From an optimization exercise on the open Yosys and OpenROAD flow, aimed at small area, a short achievable clock period and few clock cycles per item; shortcuts taken in it are not production practice. The RTL was checked by simulation tests, not by an equivalence proof against the original design.

## branch zinc
==> flow/design.v <==
module sha256_fp (
    input  wire         clk,
    input  wire         rst,         
    input  wire         in_valid,
    input  wire [63:0]  in_data,
    output wire         in_ready,
    output reg          fp_valid,
    output wire [255:0] fp
);
    reg [511:0] w;           
    reg [31:0]  a, b, c, d, e, f, g;
    reg [31:0]  hk;          
    reg [31:0]  ha0, ha1, ha2, ha3;      
    reg [31:0]  he0, he1, he2, he3;      
    reg [63:0]  hb;          
    reg         hbv;
    reg [5:0]   rnd;         
    reg         run;         
    reg         rpad;        
    reg [3:0]   nb;          
    reg [6:0]   lc;          
    reg         f62, f63;    
    reg         f63i;        
    reg         upd;         
    localparam FASTA = 0;    
    localparam [31:0] I0 = 32'h6a09e667, I1 = 32'hbb67ae85, I2 = 32'h3c6ef372, I3 = 32'ha54ff53a,
                      I4 = 32'h510e527f, I5 = 32'h9b05688c, I6 = 32'h1f83d9ab, I7 = 32'h5be0cd19;
    reg [31:0] kn, kt;
    always @(*) begin
        case (rnd)
            6'd0: kn = 32'hb5c0fbcf; 6'd1: kn = 32'he9b5dba5; 6'd2: kn = 32'h3956c25b; 6'd3: kn = 32'h59f111f1;
            6'd4: kn = 32'h923f82a4; 6'd5: kn = 32'hab1c5ed5; 6'd6: kn = 32'hd807aa98; 6'd7: kn = 32'h12835b01;
            6'd8: kn = 32'h243185be; 6'd9: kn = 32'h550c7dc3; 6'd10: kn = 32'h72be5d74; 6'd11: kn = 32'h80deb1fe;
            6'd12: kn = 32'h9bdc06a7; 6'd13: kn = 32'hc19bf174; 6'd14: kn = 32'he49b69c1; 6'd15: kn = 32'hefbe4786;
            6'd16: kn = 32'h0fc19dc6; 6'd17: kn = 32'h240ca1cc; 6'd18: kn = 32'h2de92c6f; 6'd19: kn = 32'h4a7484aa;
            6'd20: kn = 32'h5cb0a9dc; 6'd21: kn = 32'h76f988da; 6'd22: kn = 32'h983e5152; 6'd23: kn = 32'ha831c66d;
            6'd24: kn = 32'hb00327c8; 6'd25: kn = 32'hbf597fc7; 6'd26: kn = 32'hc6e00bf3; 6'd27: kn = 32'hd5a79147;
            6'd28: kn = 32'h06ca6351; 6'd29: kn = 32'h14292967; 6'd30: kn = 32'h27b70a85; 6'd31: kn = 32'h2e1b2138;
            6'd32: kn = 32'h4d2c6dfc; 6'd33: kn = 32'h53380d13; 6'd34: kn = 32'h650a7354; 6'd35: kn = 32'h766a0abb;
            6'd36: kn = 32'h81c2c92e; 6'd37: kn = 32'h92722c85; 6'd38: kn = 32'ha2bfe8a1; 6'd39: kn = 32'ha81a664b;
            6'd40: kn = 32'hc24b8b70; 6'd41: kn = 32'hc76c51a3; 6'd42: kn = 32'hd192e819; 6'd43: kn = 32'hd6990624;
            6'd44: kn = 32'hf40e3585; 6'd45: kn = 32'h106aa070; 6'd46: kn = 32'h19a4c116; 6'd47: kn = 32'h1e376c08;
            6'd48: kn = 32'h2748774c; 6'd49: kn = 32'h34b0bcb5; 6'd50: kn = 32'h391c0cb3; 6'd51: kn = 32'h4ed8aa4a;
            6'd52: kn = 32'h5b9cca4f; 6'd53: kn = 32'h682e6ff3; 6'd54: kn = 32'h748f82ee; 6'd55: kn = 32'h78a5636f;
            6'd56: kn = 32'h84c87814; 6'd57: kn = 32'h8cc70208; 6'd58: kn = 32'h90befffa; 6'd59: kn = 32'ha4506ceb;
            6'd60: kn = 32'hbef9a3f7; 6'd61: kn = 32'hc67178f2; 6'd62: kn = 32'h428a2f98; default: kn = 32'h71374491;
        endcase
    end
    always @(posedge clk)
        kt <= kn;
    wire [3:0] ph   = rnd[3:0];
    wire       free = rnd[5:4] == 2'b11;             
    wire       padl = lc[6];                         
    wire       slot = free && ph[0] && !nb[3] && (ph[3:1] == nb[2:0]);
    wire       ins  = slot && (padl || hbv);
    wire       drain = slot && !padl && hbv;
    wire       start = f63 && (nb[3] || (nb[2:0] == 3'd7 && ins)) && !(run && rpad);
    assign in_ready = !hbv;
    wire accept = in_valid && !hbv;
    wire ld63   = f63 && run && !rst;                
    wire [31:0] bw0 = padl ? {nb[2:0] == 3'd0, 31'd0} : hb[63:32];
    wire [31:0] bw1 = padl ? {16'd0, nb[2:0] == 3'd7, 15'd0} : hb[31:0];
    function [31:0] rotr;
        input [31:0] x;
        input integer n;
        rotr = (x >> n) | (x << (32 - n));
    endfunction
    wire [31:0] s1  = rotr(e, 6) ^ rotr(e, 11) ^ rotr(e, 25);
    wire [31:0] ch  = (e & f) ^ (~e & g);
    wire [31:0] s0  = rotr(a, 2) ^ rotr(a, 13) ^ rotr(a, 22);
    wire [31:0] maj = (a & b) ^ (a & c) ^ (b & c);
    wire [31:0] s1b  = rotr(e, 6) ^ (rotr(e, 11) ^ rotr(e, 25));
    wire [31:0] s0b  = rotr(a, 2) ^ (rotr(a, 13) ^ rotr(a, 22));
    wire [31:0] maj2 = (a & (b | c)) | (b & c);
    wire [31:0] t_s, t_c, x1_s, x1_c, x2_s, x2_c, y1_s, y1_c;
    csx u_t  (s1,   s1b,  hk,   ch,   t_s,  t_c);
    csx u_x1 (s0,   s0b,  t_s,  t_c,  x1_s, x1_c);
    csx u_x2 (maj,  maj2, x1_s, x1_c, x2_s, x2_c);
    csa u_y1 (t_s,  t_c,  d,    y1_s, y1_c);
    wire [31:0] a_n, e_n;
    add32 #(.FAST(FASTA)) u_an (x2_s, x2_c, 1'b0, a_n);
    add32 #(.FAST(FASTA)) u_en (y1_s, y1_c, 1'b0, e_n);
    wire [31:0] df_s, df_c, df;
    csa u_df (c, he2, ~ha2, df_s, df_c);
    add32 u_dfa (df_s, df_c, 1'b1, df);
    wire [31:0] w0  = w[31:0];
    wire [31:0] w1  = w[63:32];
    wire [31:0] w9  = w[319:288];
    wire [31:0] w14 = w[479:448];
    wire [31:0] w15 = w[511:480];
    wire [31:0] sg0 = rotr(w1, 7) ^ rotr(w1, 18) ^ (w1 >> 3);
    wire [31:0] sg1 = rotr(w14, 17) ^ rotr(w14, 19) ^ (w14 >> 10);
    wire [31:0] ws_s, ws_c, wt_s, wt_c, w16;
    csa u_w1 (w0,   w9,   sg0,  ws_s, ws_c);
    csa u_w2 (ws_s, ws_c, sg1,  wt_s, wt_c);
    add32 u_w16 (wt_s, wt_c, 1'b0, w16);
    wire [31:0] k_s, k_c, k2_s, k2_c, hk_n;
    csa u_k  (kt,  w1,  f62 ? ha2 : 32'd0,  k_s,  k_c);
    csa u_k2 (k_s, k_c, f63 ? he2 : g,      k2_s, k2_c);
    add32 u_hk (k2_s, k2_c, 1'b0, hk_n);
    wire [31:0] ffa, ffe;
    add32 u_ffa (ha0, upd ? a : 32'd0, 1'b0, ffa);
    add32 u_ffe (he0, upd ? e : 32'd0, 1'b0, ffe);
    function [255:0] digest_bytes;
        input [255:0] hv;        
        integer k;
        begin
            for (k = 0; k < 32; k = k + 1)
                digest_bytes[8*k +: 8] = hv[255-8*k -: 8];
        end
    endfunction
    assign fp = digest_bytes({ha0, ha3, ha2, ha1, he0, he3, he2, he1});
    always @(posedge clk) begin
        w[447:0]   <= w[479:32];
        w[479:448] <= ins ? bw0 : w15;
        w[511:480] <= !free ? w16 : ins ? bw1 : w0;      
        hk <= hk_n;
        a <= f63i ? ha1 : a_n;
        b <= f63 ? ffa : a;
        c <= f63 ? ha3 : b;
        d <= f63 ? ha2 : f62 ? df : c;
        e <= f63i ? he1 : e_n;
        f <= f63 ? ffe : e;
        g <= f63 ? he3 : f;
        if (accept)
            hb <= {in_data[7:0],   in_data[15:8],  in_data[23:16], in_data[31:24],
                   in_data[39:32], in_data[47:40], in_data[55:48], in_data[63:56]};
        if (ld63) begin
            ha0 <= a_n;
            he0 <= e_n;
        end else if (rst || fp_valid) begin
            ha0 <= I3;
            he0 <= I7;
        end else begin
            ha0 <= ha1;
            he0 <= he1;
        end
        if (rst || fp_valid) begin
            {ha1, ha2, ha3} <= {I2, I1, I0};
            {he1, he2, he3} <= {I6, I5, I4};
        end else begin
            ha1 <= ha2;
            ha2 <= ha3;
            ha3 <= ffa;
            he1 <= he2;
            he2 <= he3;
            he3 <= ffe;
        end
    end
    always @(posedge clk) begin
        if (rst) begin
            hbv      <= 1'b0;
            rnd      <= 6'd49;
            run      <= 1'b0;
            rpad     <= 1'b0;
            nb       <= 4'd0;
            lc       <= 7'd0;
            f62      <= 1'b0;
            f63      <= 1'b0;
            f63i     <= 1'b0;
            upd      <= 1'b0;
            fp_valid <= 1'b0;
        end else begin
            if (accept)
                hbv <= 1'b1;
            else if (drain)
                hbv <= 1'b0;
            fp_valid <= f63 && run && rpad;
            if (f63) begin
                rnd <= start ? 6'd0 : 6'd48;
                run <= start;
            end else begin
                rnd <= rnd + 6'd1;
            end
            f62  <= rnd == 6'd61;
            f63  <= rnd == 6'd62;
            f63i <= rnd == 6'd62 && !run;
            upd  <= run && (rnd == 6'd60 || rnd == 6'd61 || rnd == 6'd62);
            if (start) begin
                nb   <= 4'd0;
                rpad <= padl;
                lc   <= padl ? 7'd0 : lc + 7'd1;
            end else if (ins) begin
                nb <= nb + 4'd1;
            end
        end
    end
endmodule
module csa (
    input  wire [31:0] x,
    input  wire [31:0] y,
    input  wire [31:0] z,
    output wire [31:0] s,
    output wire [31:0] c
);
    assign s = x ^ y ^ z;
    wire [31:0] m = (x & y) | (x & z) | (y & z);
    assign c = {m[30:0], 1'b0};
endmodule
module add32 #(parameter FAST = 0) (
    input  wire [31:0] x,
    input  wire [31:0] y,
    input  wire        ci,
    output wire [31:0] s
);
    generate if (FAST == 1) begin : g_tool
        assign s = x + y + {31'd0, ci};
    end else if (FAST == 2) begin : g_ks
        wire [31:0] p0 = x ^ y;
        reg  [31:0] G, P, Gn, Pn;
        integer l, i;
        always @(*) begin
            G = (x & y) | {31'd0, p0[0] & ci};
            P = p0;
            for (l = 0; l < 5; l = l + 1) begin
                Gn = G; Pn = P;
                for (i = 31; i >= (1 << l); i = i - 1) begin
                    Gn[i] = G[i] | (P[i] & G[i - (1 << l)]);
                    Pn[i] = P[i] & P[i - (1 << l)];
                end
                G = Gn; P = Pn;
            end
        end
        assign s = p0 ^ {G[30:0], ci};
    end else begin : g_skl
        wire [31:0] p0 = x ^ y;
        reg  [31:0] G, P;
        integer l, i;
        always @(*) begin
            G = (x & y) | {31'd0, p0[0] & ci};
            P = p0;
            for (l = 0; l < 5; l = l + 1)
                for (i = 31; i >= 0; i = i - 1)
                    if (i & (1 << l)) begin
                        G[i] = G[i] | (P[i] & G[((i >> l) << l) - 1]);
                        P[i] = P[i] & P[((i >> l) << l) - 1];
                    end
        end
        assign s = p0 ^ {G[30:0], ci};
    end endgenerate
endmodule
module csx (
    input  wire [31:0] x,
    input  wire [31:0] xc,
    input  wire [31:0] y,
    input  wire [31:0] z,
    output wire [31:0] s,
    output wire [31:0] c
);
    assign s = x ^ y ^ z;
    wire [31:0] m = (xc & y) | (xc & z) | (y & z);
    assign c = {m[30:0], 1'b0};
endmodule
clock: 12.0 ns
lec_check: 0
cap_margin: 20
core_margin: 2
core_utilization: 60
cts_cluster_diameter: 100
cts_cluster_size: 20
place_density: 0.7
slew_margin: 20
standard.sh (not shown) runs the stock make flow with config.mk's settings and CLKGATE_MAP_FILE= SYNTH_SCRIPT=/design/flow/synth_recipe.tcl, a recipe that flattens the netlist after the stock synthesis.
==> flow/flow/run.sh <==
#!/bin/bash
# Layout flow: the standard ORFS flow (standard.sh) unchanged, except
#  - every port still gets its own buffer, but a buf_1 instead of the
#    default delay buffer.
set -euo pipefail
bash standard.sh SETUP_SLACK_MARGIN=7.5 "BUFFER_PORTS_ARGS=-buffer_cell sky130_fd_sc_hd__buf_1" finish > standard.log 2>&1
Testbench counts of branch zinc, summed over its fixed seeds: cycles 133,752, blocks 32.
[inputs] branch onyx vs branch zinc
--- a/flow/design.v
+++ b/flow/design.v
@@ -93,12 +93,12 @@
     wire [31:0] ws_s, ws_c, wt_s, wt_c, w16;
     csa u_w1 (w0,   w9,   sg0,  ws_s, ws_c);
     csa u_w2 (ws_s, ws_c, sg1,  wt_s, wt_c);
     add32 u_w16 (wt_s, wt_c, 1'b0, w16);
     wire [31:0] k_s, k_c, k2_s, k2_c, hk_n;
-    csa u_k  (kt,  w1,  f62 ? ha2 : 32'd0,  k_s,  k_c);
-    csa u_k2 (k_s, k_c, f63 ? he2 : g,      k2_s, k2_c);
+    csa u_k  (kt,  w1,  f63 ? he2 : g,      k_s,  k_c);
+    csa u_k2 (k_s, k_c, f62 ? ha2 : 32'd0,  k2_s, k2_c);
     add32 u_hk (k2_s, k2_c, 1'b0, hk_n);
     wire [31:0] ffa, ffe;
     add32 u_ffa (ha0, upd ? a : 32'd0, 1'b0, ffa);
     add32 u_ffe (he0, upd ? e : 32'd0, 1'b0, ffe);
     function [255:0] digest_bytes;
==> comparison <==
- branch zinc → branch onyx: area used by multi-input combinational logic did not really move.
- branch onyx vs branch zinc, post-CTS setup buffer count went up by 4.
- In branch onyx relative to branch zinc, maximum frequency had gone up slightly.
- HPWL after detailed placement in branch onyx vs branch zinc: up 2.8%
- Per the comparison of branch onyx with branch zinc, cell area essentially unchanged.
Testbench counts of branch onyx, summed over its fixed seeds: cycles 133,752, blocks 32.

==> what the ideal ports hide <==
Ports are ideal in the flow. The routed layouts listed here were re-timed in OpenROAD.
Step 1 (the two cells are an assumption about what drives the block):
set clk [get_ports {clk}]
set_driving_cell -lib_cell sky130_fd_sc_hd__clkbuf_16 $clk
set_driving_cell -lib_cell sky130_fd_sc_hd__buf_2 [delete_from_list [all_inputs] $clk]
Step 2 adds t to the input delays and takes it off the output delays; t is the mean of the earliest and latest rising clock arrival at the registers after step 1. Input paths then give back, and output paths get back, about the clock's delay inside the block.
Three values: ideal, step 1, step 2; two values: the first two.
| run | shift t [ns] | slack for setup (ns) | worst setup path after step 2 | clock arrival spread, ns | cell pins on the clock port's net |
|---|---|---|---|---|---|
| branch zinc | 0.722 | 7.525 / 7.525 / 7.216 | input to register | 0.052 / 0.053 | 1 |
| branch onyx | 0.726 | 7.581 / 7.581 / 7.293 | input to register | 0.029 / 0.029 | 1 |
After both steps setup and hold are still met in every run listed. For branch zinc, which loses most, drivers alone change the setup slack by 0.000 ns; drivers and shift together by -0.309 ns.
